From an optimization exercise on the open Yosys and OpenROAD flow, aimed at small area; shortcuts taken in it are not production practice. The RTL was checked by simulation tests, not by an equivalence proof against the original design. Power is estimated from default activity; no workload was simulated.

== job 466 ==
==> flow/design.v (excerpt) <==
module lh8_sched_port (
    input  wire        clk,
    input  wire        rst,
    input  wire        tick,         
    input  wire        slot,         
    input  wire [7:0]  q_valid,      
    input  wire [7:0]  q_more,       
    input  wire [7:0]  cls_ok,       
    input  wire [55:0] hd_vlen,      
    input  wire [7:0]  hd_first,     
    input  wire [7:0]  hd_last,      
    input  wire        cfg_we,
    input  wire [1:0]  cfg_addr,     
    input  wire [31:0] cfg_wdata,
    input  wire        rd_en,
    input  wire [3:0]  rd_sel,
    output wire        deq_valid,
    output wire [2:0]  deq_tc,
    output reg         apply_ack,
    output reg         apply_bad,
    output reg  [31:0] rd_data
);
    reg        sc_en, sc_tokrst, sc_unit;
    reg [17:0] sc_rate;
    reg [7:0]  sb_ovh;
    reg [15:0] sb_burst;
    reg [31:0] dwrr_w;
    wire [31:0] stg_cfg   = {sc_en, sc_tokrst, sc_unit, 11'd0, sc_rate};
    wire [31:0] stg_burst = {sb_ovh, 8'd0, sb_burst};
    wire       wr_apply = cfg_we && (cfg_addr == 2'd2);
    wire [3:0] ap_idx   = cfg_wdata[3:0];
    wire       rate_le;     
    lh8_add #(18) u_rle (.a(18'd200000), .b(~sc_rate), .ci(1'b1), .s(), .co(rate_le));
    wire       ap_ok    = (sc_rate != 18'd0) && rate_le &&
                          (ap_idx <= 4'd8) &&
                          !((ap_idx == 4'd6 || ap_idx == 4'd7) && sc_en);
    wire        wr_cfg   = cfg_we && (cfg_addr == 2'd0);
    wire        wr_burst = cfg_we && (cfg_addr == 2'd1);
    wire        wr_dwrr  = cfg_we && (cfg_addr == 2'd3);
    wire [20:0] cfg_d    = rst ? {3'b000, 18'd200000} :
                                 {cfg_wdata[31:29], cfg_wdata[17:0]};
    wire [23:0] burst_d  = rst ? {8'd0, 16'h0100} : {cfg_wdata[31:24], cfg_wdata[15:0]};
    wire [31:0] dwrr_d   = rst ? 32'h4020_1008 : cfg_wdata;
    always @(posedge clk) begin
        if (rst || wr_cfg)   {sc_en, sc_tokrst, sc_unit, sc_rate} <= cfg_d;
        if (rst || wr_burst) {sb_ovh, sb_burst} <= burst_d;
        if (rst || wr_dwrr)  dwrr_w <= dwrr_d;
    end
    always @(posedge clk) begin
        if (rst) begin
            apply_ack <= 1'b0;
            apply_bad <= 1'b0;
        end else begin
            apply_ack <= wr_apply;
            apply_bad <= wr_apply && !ap_ok;
        end
    end
    wire [11:0] ry0 = sc_rate[17:6];
    wire [11:0] ry1, ry2, ry3, ry4, ry5;
    wire        q4, q3, q2, q1, q0;
  ...
export LEC_CHECK = 0
export CAP_MARGIN = 20
export CORE_MARGIN = 2
export CORE_UTILIZATION = 50
export CTS_CLUSTER_DIAMETER = 100
export CTS_CLUSTER_SIZE = 28
export SLEW_MARGIN = 20
create_clock -name core_clock -period 36.0 [get_ports {clk}]
standard.sh (not shown) runs the stock make flow with config.mk's settings and CLKGATE_MAP_FILE= SYNTH_SCRIPT=/design/flow/synth_recipe.tcl, a recipe that flattens the netlist after the stock synthesis.
==> flow/flow/run.sh <==
#!/bin/bash
# The standard layout (standard.sh: standard synthesis, floorplan, place,
# CTS, route, finish), with one change: the buffer that placement puts on
# each input and output port is the smallest buffer cell, buf_1, instead of
# the cell buffer_ports picks on its own. make's full output goes to
# flow_make.log in this folder; ORFS's per-step logs are under orfs/logs/.
set -euo pipefail
bash standard.sh "BUFFER_PORTS_ARGS=-buffer_cell sky130_fd_sc_hd__buf_1" finish > flow_make.log 2>&1
Job 466 reached the final stage; the timing, design-rule and antenna checks on its layout passed.
Modified inputs, job 1784 compared to job 466
--- a/flow/config.mk
+++ b/flow/config.mk
@@ -10 +10 @@
-export CORE_UTILIZATION = 50
+export CORE_UTILIZATION = 55
@@ -12 +12 @@
-export CTS_CLUSTER_SIZE = 28
+export CTS_CLUSTER_SIZE = 22
## What came out
Comparing job 466 and job 1784, the higher total number of placement rows was measured on job 466.
Estimated wirelength of the detail-placed design was lower in the run labelled job 466.
[job 1784] global-route usage rose 5.0 points relative to job 466
In terms of maximum frequency, job 466 and job 1784 differ only marginally.
The inputs of job 9761 differ from those of job 1784 as listed below.
--- a/flow/config.mk
+++ b/flow/config.mk
@@ -8 +8 @@
-export CAP_MARGIN = 20
+export CAP_MARGIN = 10
@@ -10 +10 @@
-export CORE_UTILIZATION = 55
+export CORE_UTILIZATION = 50
@@ -13 +13 @@
-export SLEW_MARGIN = 20
+export SLEW_MARGIN = 10
==> run summary <==
In the final reports, the cell area of job 9761 is larger than that of job 1784.
Compared to job 1784, job 9761 has reported clock group power about 2% higher.
Relative to job 1784, power density over the cells has gone down in job 9761.
Clock-buffer cell count down 1 in job 9761 wrt job 1784
Input changes introduced in job 7294 (baseline for comparison: job 9761):
--- a/flow/config.mk
+++ b/flow/config.mk
@@ -8 +8 @@
-export CAP_MARGIN = 10
+export CAP_MARGIN = 20
@@ -12,2 +12,2 @@
-export CTS_CLUSTER_SIZE = 22
-export SLEW_MARGIN = 10
+export CTS_CLUSTER_SIZE = 24
+export SLEW_MARGIN = 20
## What came out
Job 7294 and job 9761 ended up with nearly the same critical path depth. | half-perimeter wire length after detailed placement | job 7294 vs job 9761 | ≈ equal |. Job 7294: done, clean on timing, DRC and antenna. Job 7294 vs job 9761 — TritonCTS buffer count dropped 4. The total routed wirelength on job 7294 is in line with that on job 9761. Routed metal-1 wirelength, job 7294 vs job 9761: up slightly. In terms of area growth from synthesis to layout, job 9761 and job 7294 differ only marginally. Job 9761 → job 7294: post-route cell area stayed essentially flat; switching portion of total power stayed essentially flat; initial antenna violation count rose by 1.
The inputs of job 8160 differ from those of job 7294 as listed below.
--- a/flow/config.mk
+++ b/flow/config.mk
@@ -11,2 +11,2 @@
-export CTS_CLUSTER_DIAMETER = 100
-export CTS_CLUSTER_SIZE = 24
+export CTS_CLUSTER_DIAMETER = 80
+export CTS_CLUSTER_SIZE = 20
Results
In the tables for job 8160 and job 7294, power per unit of standard cell area reads higher with job 8160. Job 8160 finished end to end and its layout was clean on timing, DRC and antenna. On fmax, job 8160 and job 7294 are neck and neck. Job 7294 → job 8160: power moved up, synthesized instance count essentially unchanged, non-clock buffer count now larger, synthesis-to-finish area growth has increased.

[afterwards: timing with drivers on the ports]
The results above use ideal ports. As a check the final layouts listed here were re-extracted and re-timed, cells and wires unchanged.
Step 1, drivers: a clkbuf_16 drives clk and a buf_2 each remaining input, both assumed.
Step 2 moves the port delays by t, midway between the first and last clock arrival at a register: inputs arrive t later, outputs are due t later. That takes back most of the time a late clock gives input paths.
a / b / c = ideal ports / drivers / drivers and shift; a / b = the first two.
| run | t (ns) | slack for setup (ns) | latest minus earliest clock arrival (ns) | worst register clock-pin slew, ns |
|---|---|---|---|---|
| job 466 | 0.803 | 4.109 / 4.165 / 3.362 | 0.061 / 0.061 | 0.12 / 0.12 |
| job 1784 | 0.813 | 4.037 / 4.103 / 3.290 | 0.042 / 0.042 | 0.11 / 0.11 |
| job 9761 | 0.827 | 4.221 / 4.277 / 3.451 | 0.066 / 0.067 | 0.11 / 0.11 |
| job 7294 | 0.805 | 4.060 / 4.116 / 3.311 | 0.049 / 0.049 | 0.12 / 0.12 |
| job 8160 | 0.756 | 3.971 / 4.028 / 3.272 | 0.043 / 0.043 | 0.10 / 0.10 |
After both steps every run listed still meets setup and hold. The setup slack of job 9761, which loses most, moves by +0.056 ns with the drivers and by -0.770 ns with both steps.
